This design comes from an exercise in tuning for small area, a short achievable clock period and few clock cycles on the open sky130 flow, not from production work.
Only simulation tests tie the RTL to the original design; equivalence was not proved.

==> inputs of run a <==
==> flow/design.v (excerpt) <==
module gcm_lane (
    input  wire         clk,
    input  wire         rst,
    input  wire         start_valid,
    output wire         start_ready,
    input  wire [127:0] start_key,
    input  wire [95:0]  start_iv,
    input  wire         start_decrypt,
    input  wire         in_valid,
    output wire         in_ready,
    input  wire [127:0] in_data,
    input  wire [4:0]   in_bytes,
    input  wire         in_aad,
    input  wire         in_last,
    output reg          out_valid,
    output reg  [127:0] out_data,
    output reg          tag_valid,
    output reg  [127:0] tag
);
clock: 10.0 ns
lec_check: 0
cap_margin: 30
core_margin: 2
core_utilization: 40
setup_slack_margin: 5
slew_margin: 30
synth_hierarchical: 1
standard.sh (not shown) runs the stock make flow with config.mk's settings and CLKGATE_MAP_FILE= SYNTH_SCRIPT=/design/flow/synth_recipe.tcl, a recipe that flattens the netlist after the stock synthesis.
==> flow/flow/run.sh <==
#!/bin/bash
set -euo pipefail
REPAIR_MARGIN=5.65
W=$PWD
rm -rf "$W/scripts_abc"
cp -r "$FLOW_HOME/scripts" "$W/scripts_abc"
cp "$W/flow/abc_speed.script" "$W/scripts_abc/abc_speed.script"
python3 - "$W/scripts_abc/synth.tcl" <<'PY'
import sys
p = sys.argv[1]
s = open(p).read()
old = "  log_cmd abc {*}$abc_args\n"
assert s.count(old) == 1, "synth.tcl: abc call not found"
s = s.replace(old, """  # the GHASH step keeps ORFS's own mapping; the rest gets the XOR-friendly one
  set abc_args_std [lreplace $abc_args 1 1 $::env(FLOW_HOME)/scripts/abc_speed.script]
  log_cmd abc {*}$abc_args_std gcm_ghash_step
  log_cmd abc {*}$abc_args gcm_lane gcm_sbox
""")
open(p, "w").write(s)
PY
bash "$W/standard.sh" SCRIPTS_DIR="$W/scripts_abc" synth > "$W/run_synth.log" 2>&1
if [[ -n "$REPAIR_MARGIN" ]]; then
  bash "$W/standard.sh" SETUP_SLACK_MARGIN="$REPAIR_MARGIN" > "$W/run_layout.log" 2>&1
else
  bash "$W/standard.sh" > "$W/run_layout.log" 2>&1
fi
==> flow/flow/abc_speed.script <==
strash
&get -n
&fraig -x
&put
scorr
dc2
strash
dch -f
&get -n
&nf -p
&put
==> run b: changes against run a <==
--- a/flow/design.v
+++ b/flow/design.v
@@ -251,11 +251,10 @@
     reg [3:0]   gpo;           
     reg         seen_text;     
     reg         hpend;         
     reg [127:0] h_r;
     reg         h_valid;       
-    reg         j0v;           
     reg [127:0] y;             
     reg [XW-1:0] xs;           
     reg [2:0]   gcnt;
     reg         g0;            
     reg         gh_busy;
@@ -309,19 +308,21 @@
     wire [127:0] ct_in     = dec_r ? in_masked : text_out;    
     wire [127:0] ynext;
     wire [XW-1:0] xs_eff   = g0 ? (xs ^ {y, {PAD{1'b0}}}) : xs;
     gcm_ghash_step u_gstep (.h(h_r), .y(y & {128{!g0}}), .d(xs_eff[GD-1:0]), .ynext(ynext));
     wire [127:0] len_block = {45'd0, aad_len, 3'd0, 45'd0, txt_len, 3'd0};
-    wire xw_ok = fresh || (!kv[0] && !kv[1] && !cv[0] && !cv[1] && !hpend);
+    wire pass_ok = !kv[0] && !kv[1] && !cv[0] && !cv[1] && !hpend &&
+                   !kv[2] && !kv[3] && !cv[2] && !cv[3];
+    wire x_wr  = !fresh && pass_ok;                        
     wire h_move = hpend && !h_valid && !gh_busy;
-    wire yw_ok = !ypend || (!kv[2] && !kv[3] && !cv[2] && !cv[3]);
-    wire a_adv = a_run && !start_take && !(c_fin && !c_zero && !xw_ok) && !(c_zero && !yw_ok);
+    wire a_adv = a_run && !start_take;
     wire [4:0] cyc_n = (cyc == 5'd19) ? 5'd0 : cyc + 5'd1;
-    wire jn    = fresh ? JOB_P1 : JOB_PN;                  
-    wire [12:0]  cnt1  = cnt + 13'd1;
-    wire [127:0] ld_a  = {iv_r, 19'd0, cnt}  ^ key_r;
-    wire [127:0] ld_b  = {iv_r, 19'd0, cnt1} ^ key_r;
+    wire jn    = fresh ? JOB_P1 : (pass_ok ? JOB_PN : job);
+    wire [12:0]  cnt_x = (c_zero || fresh || pass_ok) ? cnt : cnt - 13'd4;
+    wire [12:0]  cnt1  = cnt_x + 13'd1;
+    wire [127:0] ld_a  = {iv_r, 19'd0, cnt_x} ^ key_r;
+    wire [127:0] ld_b  = {iv_r, 19'd0, cnt1}  ^ key_r;
     always @(posedge clk) begin
         out_valid <= 1'b0;
         tag_valid <= 1'b0;
         out_data  <= text_out;
         ksub      <= ksb_o;
@@ -358,12 +359,10 @@
             a_run <= 1'b1;
             kv    <= 4'd0;
             kpo   <= 4'b0100;
             seen_text <= 1'b0;
         end else if (a_adv) begin
-            pa   <= shift_rows(sub_a);
-            pb   <= shift_rows(sub_b);
             if (!cyc[0]) begin
                 rk  <= rk_next;
                 kw3 <= (cyc == 5'd18) ? key_r[31:0] : rk_next[31:0];
             end
             cyc    <= cyc_n;
@@ -372,84 +371,78 @@
             if (c_fin && !c_zero)
                 rcon <= 8'h01;
             else if (!cyc[0])
                 rcon <= rcon_of(cyc_n[4:1] + 4'd2);
             if (c_fin && !c_zero) begin
-                if (!fresh) begin
+                if (x_wr) begin
                     ks0 <= oa;
                     ks1 <= ob;
                     if (job == JOB_P1) begin
                         hpend <= 1'b1;
                     end else begin
                         kv[0] <= 1'b1;
                         kv[1] <= 1'b1;
                     end
                 end
-                ypend <= !fresh;
+                ypend <= x_wr;
                 job   <= jn;
                 fresh <= 1'b0;
-                if (jn == JOB_P1) begin
-                    sa <= key_r;
-                    sb <= {iv_r, 32'd1} ^ key_r;
-                end else begin
-                    sa  <= ld_a;
-                    sb  <= ld_b;
+                if (!fresh && !pass_ok)
+                    cnt <= cnt - 13'd2;
+                else if (jn == JOB_PN)
                     cnt <= cnt + 13'd2;
-                end
             end else if (c_zero) begin
                 if (ypend) begin
                     ks2   <= oa;
                     ks3   <= ob;
                     kv[2] <= 1'b1;
                     kv[3] <= 1'b1;
                 end
                 ypend <= 1'b0;
-                sa    <= ld_a;
-                sb    <= ld_b;
                 cnt   <= cnt + 13'd2;
-            end else begin
-                sa <= oa;
-                sb <= ob;
             end
         end
+        pa <= shift_rows(sub_a);
+        pb <= shift_rows(sub_b);
+        if (c_fin && !c_zero) begin
+            sa <= (jn == JOB_P1) ? key_r : ld_a;
+            sb <= (jn == JOB_P1) ? ({iv_r, 32'd1} ^ key_r) : ld_b;
+        end else if (c_zero) begin
+            sa <= ld_a;
+            sb <= ld_b;
+        end else begin
+            sa <= oa;
+            sb <= ob;
+        end
         if (h_move) begin
             h_r     <= ks0;
             tag     <= ks1;
             h_valid <= 1'b1;
-            j0v     <= 1'b1;
             hpend   <= 1'b0;
             gpo     <= 4'b0100;
         end
+        xs <= xs_eff >> GD;        
         if (gh_busy) begin
             y    <= ynext;
-            xs   <= xs_eff >> GD;
             g0   <= 1'b0;
             gcnt <= gcnt + 3'd1;
             if (gh_step_last) begin
                 if (gh_lastbeat) begin
                     xs          <= {len_block, {PAD{1'b0}}};
                     g0          <= 1'b1;
                     gcnt        <= 3'd0;
                     gh_lastbeat <= 1'b0;
                     gh_len      <= 1'b1;
                 end else if (gh_len) begin
-                    if (j0v) begin
-                        tag       <= tag ^ ynext;
-                        tag_valid <= 1'b1;
-                        y         <= 128'd0;
-                        gh_busy   <= 1'b0;
-                        gh_len    <= 1'b0;
-                        h_valid   <= 1'b0;
-                        j0v       <= 1'b0;
-                        aad_len   <= 16'd0;
-                        txt_len   <= 16'd0;
-                    end else begin
-                        y    <= y;
-                        xs   <= xs;
-                        g0   <= g0;
-                        gcnt <= gcnt;
-                    end
+                    tag       <= tag ^ ynext;
+                    tag_valid <= 1'b1;
+                    y         <= 128'd0;
+                    gh_busy   <= 1'b0;
+                    gh_len    <= 1'b0;
+                    h_valid   <= 1'b0;
+                    aad_len   <= 16'd0;
+                    txt_len   <= 16'd0;
                 end else begin
                     gh_busy <= 1'b0;
                 end
             end
         end
@@ -475,11 +468,10 @@
             a_run       <= 1'b0;
             kv          <= 4'd0;
             cv          <= 4'd0;
             hpend       <= 1'b0;
             h_valid     <= 1'b0;
-            j0v         <= 1'b0;
             gh_busy     <= 1'b0;
             gh_len      <= 1'b0;
             gh_lastbeat <= 1'b0;
             y           <= 128'd0;
             aad_len     <= 16'd0;
@@ -494,29 +486,30 @@
     input  wire [127:0]  y,
     input  wire [25:0]   d,
     output wire [127:0]  ynext
 );
     localparam integer GD = 26;    
-    function [127:0] mul_alpha;
-        input [127:0] v;
-        begin
-            mul_alpha = {1'b0, v[127:1]} ^ (v[0] ? {8'he1, 120'd0} : 128'd0);
-        end
-    endfunction
-    reg [127:0] hp [0:GD-1];
-    reg [127:0] gsum;
-    reg [127:0] yd;
-    integer j;
+    reg [127+GD:0] p;    
+    reg [127+GD:0] q;    
+    reg [127:0] r;
+    integer i, j;
     always @(*) begin
-        hp[0] = h;
-        for (j = 1; j < GD; j = j + 1)
-            hp[j] = mul_alpha(hp[j-1]);
-        gsum = 128'd0;
-        for (j = 0; j < GD; j = j + 1)
-            if (d[GD - 1 - j])
-                gsum = gsum ^ hp[j];
-        yd = y;
+        p = 0;
         for (j = 0; j < GD; j = j + 1)
-            yd = mul_alpha(yd);
+            for (i = 0; i < 128; i = i + 1)
+                p[i+j] = p[i+j] ^ (d[GD-1-j] & h[127-i]);
+        q = 0;
+        for (i = 0; i < 128; i = i + 1)
+            q[i+GD] = y[127-i];
+        p = p ^ q;
+        for (i = 127+GD; i >= 128; i = i - 1) begin
+            p[i-128] = p[i-128] ^ p[i];
+            p[i-127] = p[i-127] ^ p[i];
+            p[i-126] = p[i-126] ^ p[i];
+            p[i-121] = p[i-121] ^ p[i];
+            p[i]     = 1'b0;
+        end
+        for (i = 0; i < 128; i = i + 1)
+            r[127-i] = p[i];
     end
-    assign ynext = yd ^ gsum;
+    assign ynext = r;
 endmodule
--- a/flow/config.mk
+++ b/flow/config.mk
@@ -5,9 +5,9 @@
 export SDC_FILE = /design/flow/constraint.sdc
 export NUM_CORES = 8
 export LEC_CHECK = 0
 export CAP_MARGIN = 30
 export CORE_MARGIN = 2
-export CORE_UTILIZATION = 40
+export CORE_UTILIZATION = 35
 export SETUP_SLACK_MARGIN = 5
 export SLEW_MARGIN = 30
 export SYNTH_HIERARCHICAL = 1
==> qor summary <==
Fraction of the cycle the final worst path needs: run a 44.5%; run b 48.2%
Worst reg2reg path depth: run a 7; run b 12
Sequential cell area fraction in the yosys report: run a 28.8%; run b 26.5%
Max Freq: run a 0.225 GHz; run b 0.208 GHz
Critical R2R Launch: run a c_zero; run b xs[0]
Multi-input combinational cell count: run a 18,400; run b 18,100
Total number of tap cells: run a 6,400; run b 6,968
Met1 track demand over resource: run a 44.6%; run b 39.4%
Run status: run a no timing/DRC/antenna violations; run b no timing/DRC/antenna violations
Wire length on met3: run a 118,000 microns; run b 112,000 microns
Met3 capacity usage during global routing: run a 10.9%; run b 9.20%
Testbench counts of run a, summed over its fixed seeds: cycles 35,058.
Testbench counts of run b, summed over its fixed seeds: cycles 35,118.

==> v6: inputs <==
gcm_lane again, from the RTL that the note above started with.
export LEC_CHECK = 0
export CAP_MARGIN = 30
export CORE_MARGIN = 2
export CORE_UTILIZATION = 40
export SETUP_SLACK_MARGIN = 5
export SLEW_MARGIN = 30
export SYNTH_HIERARCHICAL = 1
create_clock -name core_clock -period 10.0 [get_ports {clk}]
==> flow/flow/run.sh <==
#!/bin/bash
set -euo pipefail
REPAIR_MARGIN=5.5
W=$PWD
rm -rf "$W/scripts_abc"
cp -r "$FLOW_HOME/scripts" "$W/scripts_abc"
cp "$W/flow/abc_speed.script" "$W/scripts_abc/abc_speed.script"
python3 - "$W/scripts_abc/synth.tcl" <<'PY'
import sys
p = sys.argv[1]
s = open(p).read()
old = "  log_cmd abc {*}$abc_args\n"
assert s.count(old) == 1, "synth.tcl: abc call not found"
s = s.replace(old, """  # the GHASH step keeps ORFS's own mapping; the rest gets the XOR-friendly one
  set abc_args_std [lreplace $abc_args 1 1 $::env(FLOW_HOME)/scripts/abc_speed.script]
  log_cmd abc {*}$abc_args_std gcm_ghash_step
  log_cmd abc {*}$abc_args gcm_lane gcm_sbox
""")
open(p, "w").write(s)
PY
bash "$W/standard.sh" SCRIPTS_DIR="$W/scripts_abc" synth > "$W/run_synth.log" 2>&1
if [[ -n "$REPAIR_MARGIN" ]]; then
  bash "$W/standard.sh" SETUP_SLACK_MARGIN="$REPAIR_MARGIN" > "$W/run_layout.log" 2>&1
else
  bash "$W/standard.sh" > "$W/run_layout.log" 2>&1
fi
Scripts as last shown in full above: flow/flow/abc_speed.script
==> inputs of v18, as changes to v6 <==
--- a/flow/design.v
+++ b/flow/design.v
@@ -248,17 +248,16 @@
     reg [3:0]   cv;            
     reg [3:0]   cl;            
     reg [3:0]   kpo;           
     reg [3:0]   gpo;           
     reg         seen_text;     
     reg         hpend;         
     reg [127:0] h_r;
     reg         h_valid;       
-    reg         j0v;           
     reg [127:0] y;             
     reg [XW-1:0] xs;           
     reg [2:0]   gcnt;
     reg         g0;            
     reg         gh_busy;
     reg         gh_lastbeat;   
     reg         gh_len;        
     reg [15:0]  aad_len;
@@ -306,25 +305,27 @@
     wire [127:0] mask      = byte_mask(in_bytes);
     wire [127:0] in_masked = in_data & mask;
     wire [127:0] text_out  = (in_data ^ ks_cur) & mask;
     wire [127:0] ct_in     = dec_r ? in_masked : text_out;    
     wire [127:0] ynext;
     wire [XW-1:0] xs_eff   = g0 ? (xs ^ {y, {PAD{1'b0}}}) : xs;
     gcm_ghash_step u_gstep (.h(h_r), .y(y & {128{!g0}}), .d(xs_eff[GD-1:0]), .ynext(ynext));
     wire [127:0] len_block = {45'd0, aad_len, 3'd0, 45'd0, txt_len, 3'd0};
-    wire xw_ok = fresh || (!kv[0] && !kv[1] && !cv[0] && !cv[1] && !hpend);
+    wire pass_ok = !kv[0] && !kv[1] && !cv[0] && !cv[1] && !hpend &&
+                   !kv[2] && !kv[3] && !cv[2] && !cv[3];
+    wire x_wr  = !fresh && pass_ok;                        
     wire h_move = hpend && !h_valid && !gh_busy;
-    wire yw_ok = !ypend || (!kv[2] && !kv[3] && !cv[2] && !cv[3]);
-    wire a_adv = a_run && !start_take && !(c_fin && !c_zero && !xw_ok) && !(c_zero && !yw_ok);
+    wire a_adv = a_run && !start_take;
     wire [4:0] cyc_n = (cyc == 5'd19) ? 5'd0 : cyc + 5'd1;
-    wire jn    = fresh ? JOB_P1 : JOB_PN;                  
-    wire [12:0]  cnt1  = cnt + 13'd1;
-    wire [127:0] ld_a  = {iv_r, 19'd0, cnt}  ^ key_r;
-    wire [127:0] ld_b  = {iv_r, 19'd0, cnt1} ^ key_r;
+    wire jn    = fresh ? JOB_P1 : (pass_ok ? JOB_PN : job);
+    wire [12:0]  cnt_x = (c_zero || fresh || pass_ok) ? cnt : cnt - 13'd4;
+    wire [12:0]  cnt1  = cnt_x + 13'd1;
+    wire [127:0] ld_a  = {iv_r, 19'd0, cnt_x} ^ key_r;
+    wire [127:0] ld_b  = {iv_r, 19'd0, cnt1}  ^ key_r;
     always @(posedge clk) begin
         out_valid <= 1'b0;
         tag_valid <= 1'b0;
         out_data  <= text_out;
         ksub      <= ksb_o;
         if (gh_ring) begin
             cv  <= cv & ~gpo;
             gpo <= {gpo[2:0], gpo[3]};
@@ -355,104 +356,96 @@
             rcon  <= 8'h01;
             fresh <= 1'b1;
             ypend <= 1'b0;
             a_run <= 1'b1;
             kv    <= 4'd0;
             kpo   <= 4'b0100;
             seen_text <= 1'b0;
         end else if (a_adv) begin
-            pa   <= shift_rows(sub_a);
-            pb   <= shift_rows(sub_b);
             if (!cyc[0]) begin
                 rk  <= rk_next;
                 kw3 <= (cyc == 5'd18) ? key_r[31:0] : rk_next[31:0];
             end
             cyc    <= cyc_n;
             c_fin  <= (cyc_n == 5'd19) || (cyc_n == 5'd0);
             c_zero <= (cyc_n == 5'd0);
             if (c_fin && !c_zero)
                 rcon <= 8'h01;
             else if (!cyc[0])
                 rcon <= rcon_of(cyc_n[4:1] + 4'd2);
             if (c_fin && !c_zero) begin
-                if (!fresh) begin
+                if (x_wr) begin
                     ks0 <= oa;
                     ks1 <= ob;
                     if (job == JOB_P1) begin
                         hpend <= 1'b1;
                     end else begin
                         kv[0] <= 1'b1;
                         kv[1] <= 1'b1;
                     end
                 end
-                ypend <= !fresh;
+                ypend <= x_wr;
                 job   <= jn;
                 fresh <= 1'b0;
-                if (jn == JOB_P1) begin
-                    sa <= key_r;
-                    sb <= {iv_r, 32'd1} ^ key_r;
-                end else begin
-                    sa  <= ld_a;
-                    sb  <= ld_b;
+                if (!fresh && !pass_ok)
+                    cnt <= cnt - 13'd2;
+                else if (jn == JOB_PN)
                     cnt <= cnt + 13'd2;
-                end
             end else if (c_zero) begin
                 if (ypend) begin
                     ks2   <= oa;
                     ks3   <= ob;
                     kv[2] <= 1'b1;
                     kv[3] <= 1'b1;
                 end
                 ypend <= 1'b0;
-                sa    <= ld_a;
-                sb    <= ld_b;
                 cnt   <= cnt + 13'd2;
-            end else begin
-                sa <= oa;
-                sb <= ob;
             end
         end
+        pa <= shift_rows(sub_a);
+        pb <= shift_rows(sub_b);
+        if (c_fin && !c_zero) begin
+            sa <= (jn == JOB_P1) ? key_r : ld_a;
+            sb <= (jn == JOB_P1) ? ({iv_r, 32'd1} ^ key_r) : ld_b;
+        end else if (c_zero) begin
+            sa <= ld_a;
+            sb <= ld_b;
+        end else begin
+            sa <= oa;
+            sb <= ob;
+        end
         if (h_move) begin
             h_r     <= ks0;
             tag     <= ks1;
             h_valid <= 1'b1;
-            j0v     <= 1'b1;
             hpend   <= 1'b0;
             gpo     <= 4'b0100;
         end
+        xs <= xs_eff >> GD;        
         if (gh_busy) begin
             y    <= ynext;
-            xs   <= xs_eff >> GD;
             g0   <= 1'b0;
             gcnt <= gcnt + 3'd1;
             if (gh_step_last) begin
                 if (gh_lastbeat) begin
                     xs          <= {len_block, {PAD{1'b0}}};
                     g0          <= 1'b1;
                     gcnt        <= 3'd0;
                     gh_lastbeat <= 1'b0;
                     gh_len      <= 1'b1;
                 end else if (gh_len) begin
-                    if (j0v) begin
-                        tag       <= tag ^ ynext;
-                        tag_valid <= 1'b1;
-                        y         <= 128'd0;
-                        gh_busy   <= 1'b0;
-                        gh_len    <= 1'b0;
-                        h_valid   <= 1'b0;
-                        j0v       <= 1'b0;
-                        aad_len   <= 16'd0;
-                        txt_len   <= 16'd0;
-                    end else begin
-                        y    <= y;
-                        xs   <= xs;
-                        g0   <= g0;
-                        gcnt <= gcnt;
-                    end
+                    tag       <= tag ^ ynext;
+                    tag_valid <= 1'b1;
+                    y         <= 128'd0;
+                    gh_busy   <= 1'b0;
+                    gh_len    <= 1'b0;
+                    h_valid   <= 1'b0;
+                    aad_len   <= 16'd0;
+                    txt_len   <= 16'd0;
                 end else begin
                     gh_busy <= 1'b0;
                 end
             end
         end
         if (take_aad || gh_ring) begin
             xs          <= {(take_aad ? in_masked : ct_g), {PAD{1'b0}}};
             g0          <= 1'b1;
@@ -472,17 +465,16 @@
             msg_act <= 1'b1;
         if (rst) begin
             msg_act     <= 1'b0;
             a_run       <= 1'b0;
             kv          <= 4'd0;
             cv          <= 4'd0;
             hpend       <= 1'b0;
             h_valid     <= 1'b0;
-            j0v         <= 1'b0;
             gh_busy     <= 1'b0;
             gh_len      <= 1'b0;
             gh_lastbeat <= 1'b0;
             y           <= 128'd0;
             aad_len     <= 16'd0;
             txt_len     <= 16'd0;
             out_valid   <= 1'b0;
             tag_valid   <= 1'b0;
@@ -491,32 +483,33 @@
 endmodule
 module gcm_ghash_step (
     input  wire [127:0]  h,
     input  wire [127:0]  y,
     input  wire [25:0]   d,
     output wire [127:0]  ynext
 );
     localparam integer GD = 26;    
-    function [127:0] mul_alpha;
-        input [127:0] v;
-        begin
-            mul_alpha = {1'b0, v[127:1]} ^ (v[0] ? {8'he1, 120'd0} : 128'd0);
-        end
-    endfunction
-    reg [127:0] hp [0:GD-1];
-    reg [127:0] gsum;
-    reg [127:0] yd;
-    integer j;
+    reg [127+GD:0] p;    
+    reg [127+GD:0] q;    
+    reg [127:0] r;
+    integer i, j;
     always @(*) begin
-        hp[0] = h;
-        for (j = 1; j < GD; j = j + 1)
-            hp[j] = mul_alpha(hp[j-1]);
-        gsum = 128'd0;
-        for (j = 0; j < GD; j = j + 1)
-            if (d[GD - 1 - j])
-                gsum = gsum ^ hp[j];
-        yd = y;
+        p = 0;
         for (j = 0; j < GD; j = j + 1)
-            yd = mul_alpha(yd);
+            for (i = 0; i < 128; i = i + 1)
+                p[i+j] = p[i+j] ^ (d[GD-1-j] & h[127-i]);
+        q = 0;
+        for (i = 0; i < 128; i = i + 1)
+            q[i+GD] = y[127-i];
+        p = p ^ q;
+        for (i = 127+GD; i >= 128; i = i - 1) begin
+            p[i-128] = p[i-128] ^ p[i];
+            p[i-127] = p[i-127] ^ p[i];
+            p[i-126] = p[i-126] ^ p[i];
+            p[i-121] = p[i-121] ^ p[i];
+            p[i]     = 1'b0;
+        end
+        for (i = 0; i < 128; i = i + 1)
+            r[127-i] = p[i];
     end
-    assign ynext = yd ^ gsum;
+    assign ynext = r;
 endmodule
--- a/flow/flow/run.sh
+++ b/flow/flow/run.sh
@@ -1,11 +1,11 @@
 #!/bin/bash
 set -euo pipefail
-REPAIR_MARGIN=5.5
+REPAIR_MARGIN=5.65
 W=$PWD
 rm -rf "$W/scripts_abc"
 cp -r "$FLOW_HOME/scripts" "$W/scripts_abc"
 cp "$W/flow/abc_speed.script" "$W/scripts_abc/abc_speed.script"
 python3 - "$W/scripts_abc/synth.tcl" <<'PY'
 import sys
 p = sys.argv[1]
 s = open(p).read()
==> qor summary <==
metric                                                                    v6                   v18
Result of the run                                             finished clean        finished clean
Routed length on met1                                                 332 mm                322 mm
Post-cts resize count                                                    393                   417
Signal buffers                                                         1,293                 1,180
Diodes inserted                                                          107                    81
Fin crit share                                                         45.7%                 46.5%
Post-CTS setup buffer count                                               65                    37
Worst-path fanout max                                                      1                     4
Primary FF master, synth                                            edfxtp_1               dfxtp_1
Site Rows                                                                254                   249
Effective utilization at floorplan                                     40.1%                 40.1%
Distinct cell type count of the synthesized netlist                       74                    70
Layout Area Growth over Synthesis                                      15.9%                 15.9%
Compound-Gate Fraction of Synth Area                                   9.71%                 10.4%
Core region area                                                   0.478 mm²             0.459 mm²
Count of synthesis-stage warnings from yosys                               9                     8
Synth Area in Adders                                                  0.627%                0.681%
Worst Hold End                                            y[55]$_SDFFE_PP0P_  rcon[6]$_SDFFE_PP0P_
Sequential cell area                                              0.0553 mm²            0.0490 mm²
DRC marker count from the first detailed-route iteration              24,600                24,300
Testbench counts of v6, summed over its fixed seeds: cycles 35,058.
Testbench counts of v18, summed over its fixed seeds: cycles 35,118.

re-timing with driven ports:
The flow's constraints put no driver on any port. The routed layouts listed below were extracted and timed again, unchanged, in two steps.
Step 1 sets driving cells, clkbuf_16 on the clock port and buf_2 on the other inputs (assumed; they add their load-dependent delay and slew).
Step 2 times the ports against the registers' clock, not the clock port: input delays grow and output delays shrink by t, the midpoint of the rising clock arrivals with the driver on.
Three values: ideal ports, drivers, drivers and shift; two values: the first two.
run | shift t [ns] | setup slack, ns | worst setup path at the end | cell pins on the clock port's net
run a | 1.099 | 5.548 / 5.491 / 4.657 | input to register | 1
run b | 1.087 | 5.184 / 5.052 / 4.595 | input to register | 1
v6 | 1.087 | 5.434 / 5.322 / 4.522 | input to register | 1
v18 | 1.091 | 5.351 / 5.229 / 4.475 | input to register | 1
After both steps setup and hold are still met in every run listed. For v6, which loses most, drivers alone change the setup slack by -0.112 ns; drivers and shift together by -0.912 ns.
